Context: an optimization exercise on an open-source flow, tuned for small area, a short achievable clock period and few clock cycles per item. The choices shown serve that exercise and are no tape-out recipe. In this exercise RTL edits were held to simulation tests only and were not proved equivalent to the original.

==> flow/design.v (excerpt) <==
module damask_px (
    input  wire         clk,
    input  wire         rst,         
    input  wire         start,       
    input  wire [47:0]  l16,         
    input  wire [15:0]  seam,        
    input  wire [15:0]  lscale,      
    input  wire [191:0] m,           
    input  wire [47:0]  ug,          
    input  wire [47:0]  uo,          
    input  wire [143:0] c_mat,       
    input  wire [47:0]  ga,          
    input  wire [23:0]  lgo,         
    input  wire [11:0]  cls,         
    input  wire [2:0]   pfl,         
    input  wire         dark,        
    input  wire         lowg_en,
    input  wire         dither_en,
    input  wire [1:0]   pos_u,       
    input  wire [1:0]   pos_v,       
    output reg          lg_rd,       
    output reg  [3:0]   lg_cls,      
    output reg  [5:0]   lg_idx,      
    input  wire [15:0]  lg_data,     
    output reg          done,        
    output wire [47:0]  code,        
    output reg  [2:0]   clip         
);
For scale: ~4,200 cells after synthesis, roughly 360 flip-flops, ~690 I/O pins, about 32,000 sq um of cells after synthesis.
Settings: LEC_CHECK=0, ABC_AREA=1, CAP_MARGIN=20, CORE_MARGIN=2, CORE_UTILIZATION=40, SLEW_MARGIN=20; clock period 18.0 ns.
standard.sh (not shown) runs the stock make flow with config.mk's settings and CLKGATE_MAP_FILE= SYNTH_SCRIPT=/design/flow/synth_recipe.tcl, a recipe that flattens the netlist after the stock synthesis.
==> flow/flow/run.sh <==
#!/bin/bash
# The standard layout (standard.sh, unchanged synthesis, floorplan,
# placement, CTS and routing), with two settings changed:
#  - ORFS's timing repair aims at a 5 ns critical path: a setup slack margin
#    of 13 ns on the design's 18 ns clock;
#  - every input and output port is buffered with buf_1, the smallest buffer (the default pick
#    is a slow delay buffer).
# The clock and the constraints are the design's.
set -euo pipefail
bash standard.sh SETUP_SLACK_MARGIN=13 "BUFFER_PORTS_ARGS=-buffer_cell sky130_fd_sc_hd__buf_1" finish > layout.log 2>&1
The first run passed the timing, design-rule and antenna checks.
Testbench counts at the start, summed over its fixed seeds: cycles 315,254, pixels 9,600.
Change:
CTS_BUF_LIST = sky130_fd_sc_hd__clkbuf_8   (was default)
CTS_CLUSTER_DIAMETER = 60   (was default)
CTS_CLUSTER_SIZE = 20   (was default)
Result: The changed run passed the timing, design-rule and antenna checks. Setup slack gains 0.026 ns. Final area shrinks by 1.4%. Wire length hardly moves. Synthesized area is unchanged. Die area stays the same. Fmax grows by 0.52%. Clock-buffer cell count shrinks by 7. Register-to-register slack gains 0.02 ns. Hold slack gains 0.0087 ns. Critical path depth shrinks by 8.


## JK
damask_px, a different RTL version from the one above (not shown whole).
Size: roughly 360 flip-flops, ~690 I/O pins, roughly 35000 um^2 of cells after synthesis.
==> flow/config.mk <==
export PLATFORM = sky130hd
export DESIGN_NAME = damask_px
export DESIGN_NICKNAME = damask_px
export VERILOG_FILES = /design/flow/design.v
export SDC_FILE = /design/flow/constraint.sdc
export NUM_CORES = 4
export LEC_CHECK = 0
export ABC_AREA = 1
export CAP_MARGIN = 20
export CORE_MARGIN = 2
export CORE_UTILIZATION = 40
export SLEW_MARGIN = 20
==> flow/constraint.sdc <==
create_clock -name core_clock -period 18.0 [get_ports {clk}]
set_input_delay 3.6000 -clock core_clock [delete_from_list [all_inputs] [get_ports {clk}]]
set_output_delay 3.6000 -clock core_clock [all_outputs]
set_load 0.01 [all_outputs]
Scripts as last shown in full above: flow/flow/run.sh
Testbench counts of JK, summed over its fixed seeds: cycles 315,254, pixels 9,600.
Edits applied to the flow inputs when going from JK to MS:
Settings: ABC_AREA: 1 -> unset; ABC_CLOCK_PERIOD_IN_PS: unset -> 4500.
==> flow/flow/run.sh <==
#!/bin/bash
# The standard layout (standard.sh, unchanged synthesis, floorplan,
# placement, CTS and routing), with two settings changed:
#  - ORFS's timing repair aims at a 4.5 ns critical path: a setup slack margin
#    of 13.5 ns on the design's 18 ns clock;
#  - every input and output port is buffered with buf_4 (the default pick
#    is a slow delay buffer).
# The clock and the constraints are the design's.
set -euo pipefail
bash standard.sh SETUP_SLACK_MARGIN=13.5 "BUFFER_PORTS_ARGS=-buffer_cell sky130_fd_sc_hd__buf_4" finish > layout.log 2>&1
Results
- Per the comparison of MS with JK, count of fill cells added during filler insertion down about 4%; register area share after synthesis lower; critical path depth fell by 9.
Setup changes, MS to AL
Settings: setting ABC_AREA to 1 for the first time; removing ABC_CLOCK_PERIOD_IN_PS (formerly 4500); setting CTS_BUF_LIST to sky130_fd_sc_hd__clkbuf_8 for the first time; changing CORE_UTILIZATION from 40 to 55.
==> flow/flow/run.sh <==
#!/bin/bash
# The standard layout (standard.sh, unchanged synthesis, floorplan,
# placement, CTS and routing), with two settings changed:
#  - ORFS's timing repair aims at a 5 ns critical path: a setup slack margin
#    of 13 ns on the design's 18 ns clock;
#  - every input and output port is buffered with buf_1, the smallest buffer (the default pick
#    is a slow delay buffer).
# The clock and the constraints are the design's.
set -euo pipefail
bash standard.sh SETUP_SLACK_MARGIN=13 "BUFFER_PORTS_ARGS=-buffer_cell sky130_fd_sc_hd__buf_1" finish > layout.log 2>&1
### Flow results
Final cell area: AL below MS
Total of cells resized after clock tree synthesis sits lower in AL than in MS.
Between MS and AL, fraction of the mapped netlist area in compound gates is lower for AL, MS comes in above that.
Core utilization ended up 11 points higher on AL than on MS.
Wire: AL routes less than MS
Looking at synthesized cell count across MS and AL, the one that comes out lower is MS.
AL vs MS, slew at the pin closest to its max-slew limit went up by 0.12 ns.
Measured against AL, the well tap count of MS comes out at 1.5 times the reference value.
AL against MS; die area is down by more than a quarter.
### AL -> TR
Settings: clearing CTS_BUF_LIST, which used to be sky130_fd_sc_hd__clkbuf_8; putting ABC_CLOCK_PERIOD_IN_PS at 4500 where nothing was set; swapping 55 for 40 in CORE_UTILIZATION; clearing ABC_AREA, which used to be 1.
==> flow/flow/run.sh <==
#!/bin/bash
# The standard layout (standard.sh, unchanged synthesis, floorplan,
# placement, CTS and routing), with two settings changed:
#  - ORFS's timing repair aims at a 5 ns critical path: a setup slack margin
#    of 13 ns on the design's 18 ns clock;
#  - every input and output port is buffered with buf_4 (the default pick
#    is a slow delay buffer).
# The clock and the constraints are the design's.
set -euo pipefail
bash standard.sh SETUP_SLACK_MARGIN=13 "BUFFER_PORTS_ARGS=-buffer_cell sky130_fd_sc_hd__buf_4" finish > layout.log 2>&1
Findings:
- TR: all stages complete, timing, DRC and antenna checks passed
- AL: flow completed, timing, DRC and antenna clean
- Of the two values seen for main combinational cell family by area after synthesis, simple AND/OR/NAND/NOR gates was produced by AL and compound AO/OA/AOI/OAI gates by TR.
- The logic depth of the worst register-to-register path number comes out higher for TR vs AL.
- TR vs AL on multiplexer fraction of the synthesized cell area: TR is the higher one.
- TR against AL: number of ordinary inverters in the final layout lost about 60%; via count of the routed design picked up an extra 930; relative area of non-clock buffer cells in the final design picked up an extra 5.6 points.
[inputs] PW vs TR
Settings: ABC_CLOCK_PERIOD_IN_PS no longer set, was 4500; ABC_AREA now 1, previously not set; CTS_BUF_LIST now sky130_fd_sc_hd__clkbuf_8, previously not set.
==> flow/flow/run.sh <==
#!/bin/bash
# The standard layout (standard.sh, unchanged synthesis, floorplan,
# placement, CTS and routing), with two settings changed:
#  - ORFS's timing repair aims at a 5 ns critical path: a setup slack margin
#    of 13 ns on the design's 18 ns clock;
#  - every input and output port is buffered with buf_1, the smallest buffer (the default pick
#    is a slow delay buffer).
# The clock and the constraints are the design's.
set -euo pipefail
bash standard.sh SETUP_SLACK_MARGIN=13 "BUFFER_PORTS_ARGS=-buffer_cell sky130_fd_sc_hd__buf_1" finish > layout.log 2>&1
==> comparison <==
The largest clock skew in the final design number comes out lower for PW vs TR.
Cmp PW vs TR: multi-input logic cell count lower in PW
Diff TR -> PW | final cell utilization of the core | decrease of 3.1 points
What PW reported for wire length per cell after detailed routing has to be multiplied by 1.09 to get the figure for TR.


damask_px again, from the RTL that the note above started with.
==> flow/config.mk <==
export PLATFORM = sky130hd
export DESIGN_NAME = damask_px
export DESIGN_NICKNAME = damask_px
export VERILOG_FILES = /design/flow/design.v
export SDC_FILE = /design/flow/constraint.sdc
export NUM_CORES = 4
export LEC_CHECK = 0
export ABC_AREA = 1
export CAP_MARGIN = 20
export CORE_MARGIN = 2
export CORE_UTILIZATION = 40
export CTS_BUF_LIST = sky130_fd_sc_hd__clkbuf_8
export SLEW_MARGIN = 20
==> flow/constraint.sdc <==
create_clock -name core_clock -period 18.0 [get_ports {clk}]
set_input_delay 3.6000 -clock core_clock [delete_from_list [all_inputs] [get_ports {clk}]]
set_output_delay 3.6000 -clock core_clock [all_outputs]
set_load 0.01 [all_outputs]
==> flow/flow/run.sh <==
#!/bin/bash
# The standard layout (standard.sh, unchanged synthesis, floorplan,
# placement, CTS and routing), with two settings changed:
#  - ORFS's timing repair aims at a 5.2 ns critical path: a setup slack margin
#    of 12.8 ns on the design's 18 ns clock;
#  - every input and output port is buffered with buf_1, the smallest buffer (the default pick
#    is a slow delay buffer).
# The clock and the constraints are the design's.
set -euo pipefail
bash standard.sh SETUP_SLACK_MARGIN=12.8 "BUFFER_PORTS_ARGS=-buffer_cell sky130_fd_sc_hd__buf_1" finish > layout.log 2>&1
The baseline produced a clean layout.
Testbench counts at the start, summed over its fixed seeds: cycles 315,254, pixels 9,600.
Change:
==> flow/flow/run.sh (replaced) <==
#!/bin/bash
# The standard layout (standard.sh, unchanged synthesis, floorplan,
# placement, CTS and routing), with two settings changed:
#  - ORFS's timing repair aims at a 5 ns critical path: a setup slack margin
#    of 13 ns on the design's 18 ns clock;
#  - every input and output port is buffered with buf_1, the smallest buffer (the default pick
#    is a slow delay buffer).
# The clock and the constraints are the design's.
set -euo pipefail
bash standard.sh SETUP_SLACK_MARGIN=13 "BUFFER_PORTS_ARGS=-buffer_cell sky130_fd_sc_hd__buf_1" finish > layout.log 2>&1
Settings changed: ABC_AREA 1 to unset, CTS_BUF_LIST sky130_fd_sc_hd__clkbuf_8 to unset.
The changed run went through all stages and came out clean.
Critical path depth goes down by 12.
Via count goes up by roughly a tenth.
Worst setup slack improves by 0.086 ns.
Change:
==> flow/run.sh (new file) <==
#!/bin/bash
# synth_recipe.tcl (not shown) runs the flow's synth.tcl, then flattens the netlist and writes it again
# the make line also repeats each setting of config.mk as NAME=value (left out here)
make -C /OpenROAD-flow-scripts/flow DESIGN_CONFIG=/design/flow/config.mk WORK_HOME=/design/flow/orfs CLKGATE_MAP_FILE= SYNTH_SCRIPT=/design/flow/synth_recipe.tcl finish
Settings changed: CAP_MARGIN 20 to 50, SLEW_MARGIN 20 to 70.
removed: flow/flow/run.sh
removed: flow/standard.sh
Outcome: Fmax fell by 13%. Final area rose by 9.9%. Worst setup slack is worse by 0.74 ns. Wire length stays flat. First-iteration DRC count falls by about 6%. Flip-flop and latch count stays the same.
Change:
Settings changed: ABC_CLOCK_PERIOD_IN_PS set to 4500, CAP_MARGIN 50 to 20, SLEW_MARGIN 70 to 20.
The new run completed with no timing, DRC or antenna violations.
First-iteration DRC count climbs by about 0.3%.
Via count stays flat.
Count of clock-buffer cells in the layout decreases by 2.
Global-route usage falls by 0.38 points.
Routed wire length decreases by 0.51%.
Non-clock buffer count shrinks by 67.
Change:
==> flow/flow/run.sh (new file) <==
#!/bin/bash
# The standard layout (standard.sh, unchanged synthesis, floorplan,
# placement, CTS and routing), with ORFS's timing repair aimed at a 5.5 ns
# critical path: a setup slack margin of 12.5 ns on the design's 18 ns
# clock.  The clock and the constraints are the design's.
set -euo pipefail
bash standard.sh SETUP_SLACK_MARGIN=12.5 finish > layout.log 2>&1
==> flow/standard.sh (new file) <==
#!/bin/bash
# synth_recipe.tcl (not shown) runs the flow's synth.tcl, then flattens the netlist and writes it again
# the make line also repeats each setting of config.mk as NAME=value (left out here)
make -C /OpenROAD-flow-scripts/flow DESIGN_CONFIG=/design/flow/config.mk WORK_HOME=/design/flow/orfs CLKGATE_MAP_FILE= SYNTH_SCRIPT=/design/flow/synth_recipe.tcl "${@:-finish}"
removed: flow/run.sh
The changed run completed with no timing, DRC or antenna violations.
Sequential share of layout area fell by 0.28 points.
Wire length climbs by about 2.4%.
Register-to-register slack is better by 1.0 ns.
Clock-buffer cell count does not change.


damask_px, a different RTL version from the one above (not shown whole).
Size: ~4300 cells after synthesis.
clock: 18.0 ns
lec_check: 0
abc_area: 1
cap_margin: 20
core_margin: 2
core_utilization: 40
cts_buf_list: sky130_fd_sc_hd__clkbuf_8
slew_margin: 20
==> flow/flow/run.sh <==
#!/bin/bash
# The standard layout (standard.sh, unchanged synthesis, floorplan,
# placement, CTS and routing), with two settings changed:
#  - ORFS's timing repair aims at a 4.6 ns critical path: a setup slack margin
#    of 13.4 ns on the design's 18 ns clock;
#  - every input and output port is buffered with buf_1, the smallest buffer (the default pick
#    is a slow delay buffer).
# The clock and the constraints are the design's.
set -euo pipefail
bash standard.sh SETUP_SLACK_MARGIN=13.4 "BUFFER_PORTS_ARGS=-buffer_cell sky130_fd_sc_hd__buf_1" finish > layout.log 2>&1
Testbench counts at the start, summed over its fixed seeds: cycles 315,254, pixels 9,600.
Edit:
==> flow/flow/run.sh (replaced) <==
#!/bin/bash
# The standard layout (standard.sh, unchanged synthesis, floorplan,
# placement, CTS and routing), with two settings changed:
#  - ORFS's timing repair aims at a 5 ns critical path: a setup slack margin
#    of 13 ns on the design's 18 ns clock;
#  - every input and output port is buffered with buf_1, the smallest buffer (the default pick
#    is a slow delay buffer).
# The clock and the constraints are the design's.
set -euo pipefail
bash standard.sh SETUP_SLACK_MARGIN=13 "BUFFER_PORTS_ARGS=-buffer_cell sky130_fd_sc_hd__buf_1" finish > layout.log 2>&1
The new run completed with no timing, DRC or antenna violations.
Final cell count falls by 1.0%.
Sequential cell count is unchanged.
Synthesized area is unchanged.


## v3
damask_px with an RTL version that a note above also has.
Size in the first run: about 360 flip-flops, roughly 32,000 µm² of cells after synthesis.
Settings: LEC_CHECK=0, ABC_AREA=1, CAP_MARGIN=20, CORE_MARGIN=2, CORE_UTILIZATION=40, CTS_BUF_LIST=sky130_fd_sc_hd__clkbuf_8, CTS_CLUSTER_DIAMETER=50, CTS_CLUSTER_SIZE=14, SLEW_MARGIN=20; clock period 18.0 ns.
==> flow/flow/run.sh <==
#!/bin/bash
# The standard layout (standard.sh, unchanged synthesis, floorplan,
# placement, CTS and routing), with two settings changed:
#  - ORFS's timing repair aims at a 5 ns critical path: a setup slack margin
#    of 13 ns on the design's 18 ns clock;
#  - every input and output port is buffered with buf_1, the smallest buffer (the default pick
#    is a slow delay buffer).
# The clock and the constraints are the design's.
set -euo pipefail
bash standard.sh SETUP_SLACK_MARGIN=13 "BUFFER_PORTS_ARGS=-buffer_cell sky130_fd_sc_hd__buf_1" finish > layout.log 2>&1
Testbench counts of v3, summed over its fixed seeds: cycles 315,254, pixels 9,600.
Modified inputs, v18 compared to v3
- CTS_CLUSTER_DIAMETER removed (was 50)
- CTS_CLUSTER_SIZE removed (was 14)
### Flow results
- The global-route wire length before repair on v3 is in line with that on v18.
- Compared with v3, in v18 global-route usage barely changed, path depth of the worst reg2reg path climbed 9, number of sequential storage elements barely changed, utilization of the core after routing climbed 0.42 points.
- v18 vs. v3: number of multi-input combinational cells in the layout neither gained nor lost much; minimum clock period after layout went down by 56 ps; cell area rose by about 0.9%.
Input-level comparison between v38 and v18:
==> flow/run.sh (new file) <==
#!/bin/bash
# synth_recipe.tcl (not shown) runs the flow's synth.tcl, then flattens the netlist and writes it again
# the make line also repeats each setting of config.mk as NAME=value (left out here)
make -C /OpenROAD-flow-scripts/flow DESIGN_CONFIG=/design/flow/config.mk WORK_HOME=/design/flow/orfs CLKGATE_MAP_FILE= SYNTH_SCRIPT=/design/flow/synth_recipe.tcl finish
removed: flow/flow/run.sh
removed: flow/standard.sh
## What came out
Changes observed in v38 relative to v18: wire length of the first global-routing pass has increased; non-clock buffer count grew by 5.
Sort v18 and v38 by final instance area, ascending, and v18 comes first.
As far as number of multi-input combinational cells goes, v38 and v18 are indistinguishable; the numbers are identical.
Going from v18 to v38, the setup slack after placement was found to have gone up by 98 ps.
Required arrival time at the worst endpoint was higher in the run labelled v38.
Between v18 and v38, the number of hold-slack violations in the final timing report does not differ in any meaningful way.

re-timing with driven ports:
The flow's constraints put no driver on any port. The routed layouts listed below were extracted and timed again, unchanged, in two steps.
Step 1 (the two cells are an assumption about what drives the block):
set clk [get_ports {clk}]
set_driving_cell -lib_cell sky130_fd_sc_hd__clkbuf_16 $clk
set_driving_cell -lib_cell sky130_fd_sc_hd__buf_2 [delete_from_list [all_inputs] $clk]
Step 2 adds t to the input delays and takes it off the output delays; t is the mean of the earliest and latest rising clock arrival at the registers after step 1. Input paths then give back, and output paths get back, about the clock's delay inside the block.
a / b / c = no drivers / after step 1 / after step 2; a / b = the first two.
| run | t, ns | slack for setup (ns) | latest minus earliest clock arrival (ns) |
|---|---|---|---|
| the first run of note 1 | 0.673 | 13.007 / 13.045 / 12.383 | 0.049 / 0.049 |
| the second run of note 1 | 0.739 | 13.032 / 12.961 / 12.357 | 0.082 / 0.082 |
| JK | 0.671 | 12.735 / 12.727 / 12.056 | 0.048 / 0.047 |
| MS | 0.662 | 12.844 / 12.872 / 12.210 | 0.044 / 0.044 |
| AL | 0.800 | 12.872 / 12.911 / 12.111 | 0.054 / 0.054 |
| TR | 0.673 | 12.872 / 12.862 / 12.189 | 0.059 / 0.060 |
| PW | 0.747 | 12.867 / 12.861 / 12.114 | 0.048 / 0.048 |
| the first run of note 3 | 0.744 | 12.773 / 12.804 / 12.060 | 0.055 / 0.055 |
| the second run of note 3 | 0.659 | 12.859 / 12.893 / 12.233 | 0.035 / 0.035 |
| the third run of note 3 | 0.648 | 12.121 / 12.121 / 11.590 | 0.085 / 0.085 |
| the fourth run of note 3 | 0.649 | 11.611 / 11.611 / 11.194 | 0.059 / 0.059 |
| the fifth run of note 3 | 0.665 | 12.264 / 12.313 / 11.648 | 0.071 / 0.070 |
| the first run of note 4 | 0.730 | 13.040 / 12.966 / 12.528 | 0.062 / 0.063 |
| the second run of note 4 | 0.756 | 12.992 / 12.922 / 12.327 | 0.096 / 0.095 |
| v3 | 0.756 | 12.976 / 12.961 / 12.410 | 0.084 / 0.085 |
| v18 | 0.772 | 13.032 / 12.959 / 12.395 | 0.071 / 0.071 |
| v38 | 0.744 | 12.293 / 12.293 / 12.049 | 0.058 / 0.059 |
After both steps setup and hold are still met in every run listed. For AL, which loses most, drivers alone change the setup slack by +0.039 ns; drivers and shift together by -0.761 ns.
